From an optimization exercise on the open Yosys and OpenROAD flow, aimed at small area, a short achievable clock period and few clock cycles; shortcuts taken in it are not production practice.
The RTL was checked by simulation tests, not by an equivalence proof against the original design.
Power is estimated from default activity; no workload was simulated.

==> flow/design.v (excerpt) <==
module chk_unit (
    input  wire        clk,
    input  wire        rst,
    input  wire        job_valid,
    output wire        job_ready,
    input  wire [31:0] job_cmd,
    input  wire [23:0] job_len,
    input  wire        in_valid,
    output wire        in_ready,
    input  wire [63:0] in_data,
    output reg         res_valid,
    output reg         res_refused,
    output reg  [2:0]  res_refuse_code,
    output reg  [31:0] res_result,
    output reg  [3:0]  res_code,
    output reg  [15:0] res_acount,
    output reg         res_copy,
    output reg  [47:0] res_tail,
    output reg  [2:0]  res_tail_len,
    input  wire        reg_wr,
    input  wire        reg_rd,
    input  wire [15:0] reg_addr,
    input  wire [31:0] reg_wdata,
    output reg  [31:0] reg_rdata
);
Size: ~7600 cells after synthesis, roughly 1900 flip-flops, roughly 320 I/O pins, roughly 93000 µm² of cells after synthesis.
==> flow/config.mk <==
export PLATFORM = sky130hd
export DESIGN_NAME = chk_unit
export DESIGN_NICKNAME = chk_unit
export VERILOG_FILES = /design/flow/design.v
export SDC_FILE = /design/flow/constraint.sdc
export NUM_CORES = 4
export LEC_CHECK = 0
export CAP_MARGIN = 20
export CORE_MARGIN = 2
export CORE_UTILIZATION = 35
export SLEW_MARGIN = 20
export TNS_END_PERCENT = 5
==> flow/constraint.sdc <==
create_clock -name core_clock -period 20.0 [get_ports {clk}]
set_input_delay 4.0000 -clock core_clock [delete_from_list [all_inputs] [get_ports {clk}]]
set_output_delay 4.0000 -clock core_clock [all_outputs]
set_load 0.01 [all_outputs]
standard.sh (not shown) runs the stock make flow with config.mk's settings and CLKGATE_MAP_FILE= SYNTH_SCRIPT=/design/flow/synth_recipe.tcl, a recipe that flattens the netlist after the stock synthesis.
==> flow/flow/run.sh <==
#!/bin/bash
# The standard synthesis, unchanged, then the standard flow's own layout steps with
# repair_timing asked for more setup slack than the 20 ns clock needs, so
# that the layout is optimised towards a shorter period.  Each step's full
# output goes to a log file of its own in this folder.
set -euo pipefail
MARGIN=$(cat flow/margin.txt)
bash standard.sh synth > synth.log 2>&1
bash standard.sh SETUP_SLACK_MARGIN="$MARGIN" finish > layout.log 2>&1
==> flow/flow/margin.txt <==
14
The first run passed the timing, DRC and antenna checks.
Testbench counts at the start, summed over its fixed seeds: cycles 55,509.
==> next run, changes <==
--- a/flow/design.v
+++ b/flow/design.v
@@ -124,18 +124,19 @@
     reg [63:0] d_r;         
     reg [63:8] prev;        
     wire [7:0] prev_b [1:7];
     genvar gi;
     generate for (gi = 1; gi < 8; gi = gi + 1) begin : g_prev
         assign prev_b[gi] = prev[8*gi +: 8];
     end endgenerate
     reg [2:0]  e_m [0:7];   
     reg        p_v, p_first, p_lastin, p_crc, p_lastcrc, p_ovr, p_rx;
+    reg [2:0]  e_k;
     reg [3:0]  e_psel;      
     reg [15:0] e_cnt;       
     reg        e_fcrc, e_frx;
     reg [31:0] e_ss;        
     reg [2:0]  e_rc;        
     reg [31:0] s;           
     reg [15:0] cap_cnt;     
     reg        cap_ok;      
     reg  [63:0]  wa;
@@ -145,26 +146,21 @@
             if (e_m[n] <= n)
                 wa[8*n +: 8] = d_r[8*e_m[n] +: 8];
             else
                 wa[8*n +: 8] = p_first ? 8'd0 : prev_b[e_m[n]];
             sp[8*n +: 8] = (e_m[n] <= n && e_m[n] <= 3'd3) ? e_ss[8*e_m[n][1:0] +: 8] : 8'd0;
         end
         if (p_ovr)
             wa[63:48] = e_cnt;
     end
-    reg  [31:0]  sr;
-    always @(*) begin
-        sr = 32'd0;
-        for (n = 0; n < 3; n = n + 1)
-            if (p_first && e_m[n] > n && e_m[n] <= 3'd3)
-                sr[8*n +: 8] = e_ss[8*e_m[n][1:0] +: 8];
-    end
+    wire [31:0]  sp_hi = e_ss >> {3'd0 - e_k, 3'd0};
     wire [63:0]  sx   = p_first ? sp : {32'd0, s};
+    wire [31:0]  sr   = (p_first && e_k[2] && e_k[1:0] != 2'd0) ? sp_hi : 32'd0;
     wire [63:0]  w    = wa ^ sx;
     wire [3:0]   psel = e_psel;
     wire [31:0]  t;
     assign t[0] =
         ((w[24] ^ w[25] ^ w[45] ^ w[49] ^ w[50] ^ w[61]) & (psel[3])) ^
         ((w[12] ^ w[15] ^ w[26] ^ w[44]) & (psel[2])) ^
         ((w[7] ^ w[51] ^ w[63]) & (psel[2] | psel[3])) ^
         ((w[6]) & (psel[1])) ^
         ((w[3] ^ w[9] ^ w[20] ^ w[32]) & (psel[1] | psel[3])) ^
@@ -510,18 +506,19 @@
             j_ctx    <= job_cmd[11:8];
             j_achan  <= job_cmd[15:12];
             j_ctx_oh <= 16'd1 << job_cmd[11:8];
             j_ach_oh <= 16'd1 << job_cmd[15:12];
             rin      <= job_len;
         end else if (in_valid) begin
             rin[23:3] <= rin[23:3] - 21'd1;
         end
         if (take_d) begin
+            e_k    <= k_job;
             for (n = 0; n < 8; n = n + 1)
                 e_m[n] <= n - k_job;
             e_psel <= 4'b0001 << j_poly;
             e_cnt  <= rd_tx;
             e_fcrc <= dp1;
             e_frx  <= (j_op == OP_CHECK) && !dm1;
             e_ss   <= ss_job;
             e_rc   <= rc;
         end
After rerunning: Sequential power rose by about 2%; register-to-register slack hardly moves; fmax hardly moves; hold slack got worse by 0.046 ns; wire length fell by 0.88%; synthesized cell count is about the same; count of clock-buffer cells in the layout shrinks by 20; synthesized area climbs by 0.73%.
Testbench counts after the change, summed over its fixed seeds: cycles 55,509.

==> separate check: timing with driven ports <==
In the flow no input, the clock included, has a driving cell. The finished layouts below were timed again as built, in two steps. Step 1, drivers: a clkbuf_16 drives clk and a buf_2 each remaining input, both assumed. Step 2, shift: input delay + t, output delay - t, t = (earliest + latest rising clock arrival at the registers) / 2. This alone moves slack from input paths to output paths. a / b / c = no drivers / after step 1 / after step 2; a / b = the first two.
| run | t, ns | setup WS [ns] | clock arrival spread, ns | slew at the worst register clock pin (ns) |
|---|---|---|---|---|
| the first run | 0.991 | 13.857 / 13.778 / 12.881 | 0.164 / 0.164 | 0.08 / 0.08 |
| the second run | 0.981 | 13.842 / 13.814 / 12.845 | 0.158 / 0.158 | 0.08 / 0.08 |
After both steps setup and hold are still met in every run listed. For the second run, which loses most, drivers alone change the setup slack by -0.028 ns; drivers and shift together by -0.997 ns.
